This design comes from an exercise in tuning for small area, a short achievable clock period and few clock cycles per item on the open sky130 flow, not from production work. At most, simulation tests tie the RTL to the original design; equivalence was not proved.

==> fjord: inputs <==
## kw_unwrap
module kw_unwrap (
    input  wire         clk,
    input  wire         rst,
    input  wire         req_valid,
    output wire         req_ready,
    input  wire         req_kek,
    input  wire         req_long,
    input  wire [319:0] req_data,
    output wire         resp_valid,
    input  wire         resp_ready,
    output wire [255:0] resp_key,
    output wire         resp_ok
);
==> flow/config.mk <==
export PLATFORM = sky130hd
export DESIGN_NAME = kw_unwrap
export DESIGN_NICKNAME = kw_unwrap
export VERILOG_FILES = /design/flow/design.v
export SDC_FILE = /design/flow/constraint.sdc
export NUM_CORES = 8
export LEC_CHECK = 0
export CAP_MARGIN = 40
export CELL_PAD_IN_SITES_DETAIL_PLACEMENT = 1
export CELL_PAD_IN_SITES_GLOBAL_PLACEMENT = 2
export CORE_MARGIN = 2
export CORE_UTILIZATION = 36
export CTS_CLUSTER_DIAMETER = 80
export CTS_CLUSTER_SIZE = 22
export PLACE_DENSITY = 0.56
export SLEW_MARGIN = 40
export SYNTH_HIERARCHICAL = 1
==> flow/constraint.sdc <==
create_clock -name core_clock -period 12.0 [get_ports {clk}]
set_input_delay 2.4000 -clock core_clock [delete_from_list [all_inputs] [get_ports {clk}]]
set_output_delay 2.4000 -clock core_clock [all_outputs]
set_load 0.01 [all_outputs]
standard.sh (not shown) runs the stock make flow with config.mk's settings and CLKGATE_MAP_FILE= SYNTH_SCRIPT=/design/flow/synth_recipe.tcl, a recipe that flattens the netlist after the stock synthesis.
==> flow/flow/run.sh <==
#!/bin/bash
set -euo pipefail
MARGIN=${MARGIN:-8.1}
bash standard.sh SETUP_SLACK_MARGIN=$MARGIN "BUFFER_PORTS_ARGS=-buffer_cell sky130_fd_sc_hd__buf_2" finish > make_finish.log 2>&1
==> inputs of juniper, as changes to fjord <==
==> flow/flow/run.sh (replaced) <==
#!/bin/bash
set -euo pipefail
MARGIN=${MARGIN:-8}
bash standard.sh SETUP_SLACK_MARGIN=$MARGIN "BUFFER_PORTS_ARGS=-buffer_cell sky130_fd_sc_hd__buf_2" finish > make_finish.log 2>&1
- CTS_CLUSTER_DIAMETER: 80 -> 90
- CTS_CLUSTER_SIZE: 22 -> 26
==> inputs of ember, as changes to fjord <==
--- a/flow/design.v
+++ b/flow/design.v
@@ -1015,12 +1015,12 @@
                 end else if (!ph) begin
                     m_n = bnd ? 4'd13 : m - 4'd1;
                 end
             end
             G_KEXP: begin
-                kph_n = ~kph && !k_id;
-                if (kph || k_id) begin
+                kph_n = ~kph;
+                if (kph) begin
                     kidx_n = kidx + 6'd1;
                     if (kidx == 6'd59)
                         gst_n = G_KDONE;
                 end
             end
@@ -1111,22 +1111,22 @@
     end
     always @(posedge clk) begin
         ks <= ks_next;
         if (kek_d)
             kwin <= {req_data[127:0], req_data[255:128]};
-        else if (kfwd && (kph || k_id))
+        else if (kfwd && kph)
             kwin <= kfwd_next;
         else if (grun && !ph)
             kwin <= bnd ? klast : kbwd_next;
         if (gst == G_KDONE)
             klast <= {kwin[127:0], kwin[255:128]};
         if (kek_d) begin
             k_rot  <= 1'b1;
             k_id   <= 1'b0;
             k_rcon <= 8'h01;
         end else if (kfwd) begin
-            if (kph || k_id) begin
+            if (kph) begin
                 k_rot  <= (kidx_n[2:0] == 3'd0);
                 k_id   <= (kidx_n[1:0] != 2'd0);
                 k_rcon <= (kidx_n[2:0] == 3'd0) ? rcon_of(kidx_n[5:3]) : 8'h00;
             end
         end else if (!grun || !ph) begin
==> flow/flow/run.sh (replaced) <==
#!/bin/bash
set -euo pipefail
MARGIN=${MARGIN:-7.8}
bash standard.sh SETUP_SLACK_MARGIN=$MARGIN "BUFFER_PORTS_ARGS=-buffer_cell sky130_fd_sc_hd__buf_2" finish > make_finish.log 2>&1
- CORE_UTILIZATION: 36 -> 30
- PLACE_DENSITY: 0.56 -> 0.5
==> results by group <==
Die
  • Width of the die: 529 um
  • Tap cells: 3589

Setup path
  • Crit-path max cell delay: 0.45 ns

GRT
  • Met2 usage: 52.0%

Status
  • Status: no timing/DRC/antenna violations

Drt
  • Via count: 76900
the above is filed under juniper

==> results by group <==
Die
  • Width of the die: 578 um

Clocking
  • Clk buf depth: 4

Place
  • Place WS: 7.09 ns

Synth
  • Post-synth EDFFs: 899

Status
  • Status: no timing/DRC/antenna violations

Setup path
  • Crit-path max cell delay: 0.44 ns

STA
  • Period minus WS final: 4.19 ns

GRT
  • Met2 usage: 47.5%
the above is filed under ember

==> results by group <==
Setup path
  • Crit-path max cell delay: 0.57 ns
  • Critical path type: flip-flop to flip-flop

GRT
  • Met2 usage: 51.7%

Clocking
  • Worst skew pair latency: 0.89 ns

Status
  • Status: no timing/DRC/antenna violations

Die
  • Width of the die: 529 um
  • Tap cells: 3589

STA
  • Fin crit share: 33.3%

Drt
  • Via count: 77800
the above is filed under fjord

Testbench counts of fjord, summed over its fixed seeds: cycles 65,598, items 256.
Testbench counts of juniper, summed over its fixed seeds: cycles 65,598, items 256.
Testbench counts of ember, summed over its fixed seeds: cycles 65,898, items 256.


==> job 2810: inputs <==
Another version of the RTL of kw_unwrap (not shown whole).
==> flow/config.mk <==
export PLATFORM = sky130hd
export DESIGN_NAME = kw_unwrap
export DESIGN_NICKNAME = kw_unwrap
export VERILOG_FILES = /design/flow/design.v
export SDC_FILE = /design/flow/constraint.sdc
export NUM_CORES = 8
export LEC_CHECK = 0
export CAP_MARGIN = 20
export CELL_PAD_IN_SITES_DETAIL_PLACEMENT = 1
export CELL_PAD_IN_SITES_GLOBAL_PLACEMENT = 2
export CORE_MARGIN = 2
export CORE_UTILIZATION = 30
export PLACE_DENSITY = 0.5
export SETUP_SLACK_MARGIN = 5
export SLEW_MARGIN = 20
export SYNTH_HIERARCHICAL = 1
==> flow/constraint.sdc <==
create_clock -name core_clock -period 12.0 [get_ports {clk}]
set_input_delay 2.4000 -clock core_clock [delete_from_list [all_inputs] [get_ports {clk}]]
set_output_delay 2.4000 -clock core_clock [all_outputs]
set_load 0.01 [all_outputs]
run.sh (not shown) runs the stock make flow with config.mk's settings and CLKGATE_MAP_FILE= SYNTH_SCRIPT=/design/flow/synth_recipe.tcl, a recipe that flattens the netlist after the stock synthesis.
Stock flow here: none of the scripts above is used.
==> inputs of job 8885, as changes to job 2810 <==
Settings changed: SETUP_SLACK_MARGIN 5 to not set.
==> summary.md <==
• result of the run: complete, no violations
• Storage cell area: 23500 um^2
• via count: 62800
• final critical path time including I/O delays and setup: 10.73 ns
• Hold Path Stages: 1
• slew of the pin with the lowest slew margin: 1.28 ns
• number of clock buffers inserted by TritonCTS: 121
• period utilization: 89.5%
• count of non-CTS buffers in the layout: 744
• CTS H-tree lvls: 3
# the run above: job 8885

==> summary.md <==
• result of the run: complete, no violations
• Storage cell area: 23800 um^2
• via count: 68900
• CTS H-tree lvls: 4
• Hold Path Stages: 0
• final critical path time including I/O delays and setup: 7.49 ns
• slew of the pin with the lowest slew margin: 1.21 ns
# the run above: job 2810

No run of this note included a check of the RTL's function; only the layout flow was run.


==> inputs of 06-04 <==
kw_unwrap, a different RTL version from the one above (not shown whole).
clock: 12.0 ns
lec_check: 0
cap_margin: 40
cell_pad_in_sites_detail_placement: 1
cell_pad_in_sites_global_placement: 2
core_margin: 2
core_utilization: 30
place_density: 0.5
setup_slack_margin: 5
slew_margin: 40
synth_hierarchical: 1
==> 06-05 (differences from 06-04) <==
--- a/flow/design.v
+++ b/flow/design.v
@@ -930,19 +930,20 @@
     reg          s_idle, s_kexp, s_kdone, s_round, s_clr, s_resp;
     reg          bnd;        
     reg  [3:0]   rnd;        
     reg  [5:0]   kidx;       
     reg  [4:0]   t;          
+    reg  [2:0]   idx;        
     reg          long_key;   
     reg          ok;
     reg          k_rot;      
     reg          k_id;       
     reg  [7:0]   k_rcon;     
     reg  [255:0] kwin;       
     reg  [255:0] klast;      
     reg  [127:0] st;         
-    reg  [63:0]  q1, q2, q3, q4;
+    reg  [63:0]  r1, r2, r3, r4;
     wire [127:0] rk14 = klast[127:0];
     function [7:0] rcon_of(input [2:0] i);
         case (i)
             3'd1:    rcon_of = 8'h01;
             3'd2:    rcon_of = 8'h02;
@@ -982,23 +983,33 @@
         for (g = 0; g < 4; g = g + 1) begin : g_imc
             aes_inv_mixcol u_imc (.a(ark[127-32*g -: 32]), .y(imc[127-32*g -: 32]));
         end
     endgenerate
     assign ark = isb ^ kwin[255:128];
-    wire         last_step = (t == 5'd1);
+    wire       last_step = (t == 5'd1);
+    wire [2:0] idx_next  = (idx == 3'd1) ? (long_key ? 3'd4 : 3'd2) : idx - 3'd1;
+    reg  [63:0] r_next;
+    always @(*) begin
+        case (idx_next)
+            3'd1:    r_next = r1;
+            3'd2:    r_next = r2;
+            3'd3:    r_next = r3;
+            default: r_next = r4;
+        endcase
+    end
     wire [4:0]   t_next    = t - 5'd1;
-    wire [63:0]  head      = long_key ? q1 : q3;
+    wire [127:0] blk_next  = {ark[127:64] ^ {59'd0, t_next}, r_next} ^ rk14;
     wire         kek_go    = s_idle && req_valid && req_kek;
+    wire         start     = s_idle && req_valid && !req_kek;
     wire [63:0]  c_n       = req_long ? req_data[63:0] : req_data[191:128];
     wire [4:0]   t_first   = req_long ? 5'd24 : 5'd12;
-    wire [127:0] blk_raw   = s_round ? {ark[127:64] ^ {59'd0, t_next}, head}
-                                     : {req_data[319:256] ^ {59'd0, t_first}, c_n};
+    wire [127:0] blk_first = {req_data[319:256] ^ {59'd0, t_first}, c_n} ^ rk14;
     always @(posedge clk) begin
-        if (s_round && !bnd)
-            st <= imc;
+        if (s_round)
+            st <= bnd ? blk_next : imc;
         else
-            st <= blk_raw ^ rk14;
+            st <= blk_first;
         if (kek_go)
             kwin <= req_data[255:0];
         else if (s_kexp)
             kwin <= kfwd_next;
         else if (s_round && !bnd)
@@ -1038,14 +1049,16 @@
                 s_idle <= 1'b0;
                 if (req_kek) begin
                     kidx   <= 6'd8;
                     s_kexp <= 1'b1;
                 end else begin
-                    q1       <= req_long ? req_data[127:64] : 64'd0;
-                    q2       <= req_long ? req_data[191:128] : 64'd0;
-                    q3       <= req_data[255:192];
+                    r1       <= req_data[255:192];
+                    r2       <= req_data[191:128];
+                    r3       <= req_long ? req_data[127:64] : 64'd0;
+                    r4       <= req_long ? req_data[63:0] : 64'd0;
                     long_key <= req_long;
+                    idx      <= req_long ? 3'd4 : 3'd2;
                     t        <= t_first;
                     rnd      <= 4'd13;
                     bnd      <= 1'b0;
                     s_round  <= 1'b1;
                 end
@@ -1064,20 +1077,18 @@
             if (s_round) begin
                 if (!bnd) begin
                     rnd <= rnd_n;
                     bnd <= (rnd == 4'd1);
                 end else begin
-                    if (last_step) begin
-                        q4 <= ark[63:0];
-                    end else begin
-                        q3 <= ark[63:0];
-                        if (long_key) begin
-                            q1 <= q2;
-                            q2 <= q3;
-                        end
-                    end
+                    case (idx)
+                        3'd1:    r1 <= ark[63:0];
+                        3'd2:    r2 <= ark[63:0];
+                        3'd3:    r3 <= ark[63:0];
+                        default: r4 <= ark[63:0];
+                    endcase
                     t   <= t_next;
+                    idx <= idx_next;
                     rnd <= 4'd13;
                     bnd <= 1'b0;
                     ok  <= (ark[127:64] == IV);
                     if (last_step) begin
                         s_round <= 1'b0;
@@ -1085,14 +1096,14 @@
                     end
                 end
             end
             if (s_clr) begin
                 if (!ok) begin
-                    q1 <= 64'd0;
-                    q2 <= 64'd0;
-                    q3 <= 64'd0;
-                    q4 <= 64'd0;
+                    r1 <= 64'd0;
+                    r2 <= 64'd0;
+                    r3 <= 64'd0;
+                    r4 <= 64'd0;
                 end
                 s_clr  <= 1'b0;
                 s_resp <= 1'b1;
             end
             if (s_resp && resp_ready) begin
@@ -1102,7 +1113,7 @@
         end
     end
     assign req_ready  = s_idle;
     assign resp_valid = s_resp;
     assign resp_ok    = ok;
-    assign resp_key   = {q4, q3, q2, q1};
+    assign resp_key   = {r1, r2, r3, r4};
 endmodule
CAP_MARGIN = 20   (was 40)
SETUP_SLACK_MARGIN = default   (was 5)
SLEW_MARGIN = 20   (was 40)
==> 06-09 (differences from 06-04) <==
CAP_MARGIN = 20   (was 40)
SETUP_SLACK_MARGIN = default   (was 5)
SLEW_MARGIN = 20   (was 40)
==> flow_summary.toml <==
[floorplanning]
die-area_um2 = 263300

[final_layout]
seq_share = 0.2354
multi_input_area_um2 = 58280
multi_input_gates = 6490

[grt]
grt_usage = 0.3086

[sta]
finalWorstSetupSlack_ns = 5.067
min_period_ns = 6.933

[synth]
syn_inst = 8341
synth_nets = 8721

[hold_path]
hold_start = "kwin[157]"

[status]
status = "no timing/DRC/antenna violations"
-- figures above: 06-04

==> flow_summary.toml <==
[hold_path]
hold_start = "kwin[1]"

[synth]
syn_inst = 8341
synth_nets = 8721

[grt]
grt_usage = 0.3015

[sta]
min_period_ns = 9.368
finalWorstSetupSlack_ns = 2.632

[status]
status = "no timing/DRC/antenna violations"
-- figures above: 06-09

==> flow_summary.toml <==
[synth]
synth_nets = 9490
syn_inst = 9097

[hold_path]
hold_start = "kwin[26]"

[floorplanning]
die-area_um2 = 268000

[grt]
grt_usage = 0.3395

[status]
status = "no timing/DRC/antenna violations"

[final_layout]
multi_input_area_um2 = 50410
seq_share = 0.2612

[worst_setup_path]
crit_family = "XOR/XNOR gates"
-- figures above: 06-05

Testbench counts of 06-04, summed over its fixed seeds: cycles 65,376, items 256.
Testbench counts of 06-09, summed over its fixed seeds: cycles 65,376, items 256.
The RTL of 06-05 was laid out without a check of its function.


==> violet: inputs <==
Another version of the RTL of kw_unwrap (not shown whole).
// kw_unwrap
module kw_unwrap (
    input  wire         clk,
    input  wire         rst,
    input  wire         req_valid,
    output wire         req_ready,
    input  wire         req_kek,
    input  wire         req_long,
    input  wire [319:0] req_data,
    output wire         resp_valid,
    input  wire         resp_ready,
    output wire [255:0] resp_key,
    output wire         resp_ok
);
==> flow/config.mk <==
export PLATFORM = sky130hd
export DESIGN_NAME = kw_unwrap
export DESIGN_NICKNAME = kw_unwrap
export VERILOG_FILES = /design/flow/design.v
export SDC_FILE = /design/flow/constraint.sdc
export NUM_CORES = 8
export LEC_CHECK = 0
export CAP_MARGIN = 40
export CELL_PAD_IN_SITES_DETAIL_PLACEMENT = 1
export CELL_PAD_IN_SITES_GLOBAL_PLACEMENT = 2
export CORE_MARGIN = 2
export CORE_UTILIZATION = 30
export CTS_CLUSTER_DIAMETER = 100
export CTS_CLUSTER_SIZE = 30
export PLACE_DENSITY = 0.5
export SLEW_MARGIN = 40
export SYNTH_HIERARCHICAL = 1
==> flow/constraint.sdc <==
create_clock -name core_clock -period 12.0 [get_ports {clk}]
set_input_delay 2.4000 -clock core_clock [delete_from_list [all_inputs] [get_ports {clk}]]
set_output_delay 2.4000 -clock core_clock [all_outputs]
set_load 0.01 [all_outputs]
standard.sh (not shown) runs the stock make flow with config.mk's settings and CLKGATE_MAP_FILE= SYNTH_SCRIPT=/design/flow/synth_recipe.tcl, a recipe that flattens the netlist after the stock synthesis.
==> flow/flow/run.sh <==
#!/bin/bash
set -euo pipefail
MARGIN=${MARGIN:-8}
bash standard.sh SETUP_SLACK_MARGIN=$MARGIN finish > make_finish.log 2>&1
==> inputs of willow, as changes to violet <==
--- a/flow/config.mk
+++ b/flow/config.mk
@@ -12,4 +12,2 @@
 export CORE_UTILIZATION = 30
-export CTS_CLUSTER_DIAMETER = 100
-export CTS_CLUSTER_SIZE = 30
 export PLACE_DENSITY = 0.5
==> comparison table <==
| item | willow | violet |
|---|---|---|
| Outcome | finished clean | finished clean |
| Met1 track demand over resource in global routing | 0.404 | 0.403 |
| Share of the clock period used by the worst path | 0.342 | 0.338 |
| Cell depth of the worst flop-to-flop path | 12 | 11 |
| Fraction of layout instances using a drive strength above 1 | 0.180 | 0.168 |
| Met2 layer wire length in the routed design | 285000 µm | 285000 µm |
| Critical Path Start | out_key[75]$_DFFE_PP_ | out_key[6]$_DFFE_PP_ |
| Reg2Reg Setup Slack | 8.01 ns | 8.00 ns |
| Count of clock buffers in the final design | 327 | 141 |
| CP arrival | 1.70 ns | 1.65 ns |
| Post-layout util | 0.383 | 0.374 |
| Highest Clock Rate | 244 MHz | 247 MHz |
| Final routed wire length divided by cell count | 36.4 µm | 36.5 µm |
| Combined flip-flop and latch cell area | 53300 µm² | 53400 µm² |
| Metal-1 WL | 248000 µm | 246000 µm |
| Worst clock skew | 0.0940 ns | 0.0723 ns |
| Routed via count | 84400 | 83600 |
| Number of combinational gates with multiple inputs | 7728 | 7727 |
| Final clock-cell share | 0.0606 | 0.0355 |
No run of this note included a check of the RTL's function; only the layout flow was run.

-- port drivers added, routing unchanged --
In the flow no input, the clock included, has a driving cell. The finished layouts below were timed again as built, in two steps. Step 1, drivers: a clkbuf_16 drives clk and a buf_2 each remaining input, both assumed. Step 2, shift: input delay + t, output delay - t, t = (earliest + latest rising clock arrival at the registers) / 2. This alone moves slack from input paths to output paths. Slacks: ideal ports / drivers / drivers and shift; pairs: ideal ports / drivers.
| run | t, ns | setup slack, ns | worst setup path at the end | slew at the worst register clock pin (ns) | pins driven straight from the clock port |
|---|---|---|---|---|---|
| fjord | 0.966 | 8.006 / 7.905 / 7.343 | input to register | 0.10 / 0.10 | 1 |
| juniper | 0.923 | 7.864 / 7.864 / 7.329 | input to register | 0.12 / 0.12 | 1 |
| ember | 0.976 | 7.807 / 7.807 / 7.248 | input to register | 0.10 / 0.10 | 1 |
| job 2810 | 0.899 | 4.508 / 4.508 / 4.508 | register to register | 0.07 / 0.07 | 1 |
| job 8885 | 0.886 | 1.265 / 1.265 / 1.265 | register to register | 0.07 / 0.07 | 1 |
| 06-04 | 0.903 | 5.067 / 5.067 / 5.067 | register to register | 0.07 / 0.07 | 1 |
| 06-05 | 0.921 | 2.454 / 2.454 / 2.454 | register to register | 0.07 / 0.07 | 1 |
| 06-09 | 0.903 | 2.632 / 2.632 / 2.632 | register to register | 0.06 / 0.06 | 1 |
| violet | 0.996 | 7.950 / 7.841 / 7.156 | input to register | 0.13 / 0.13 | 1 |
| willow | 1.069 | 7.897 / 7.786 / 7.033 | input to register | 0.07 / 0.07 | 1 |
After both steps every run listed still meets setup and hold. For willow, which loses most, drivers alone change the setup slack by -0.111 ns; drivers and shift together by -0.864 ns.
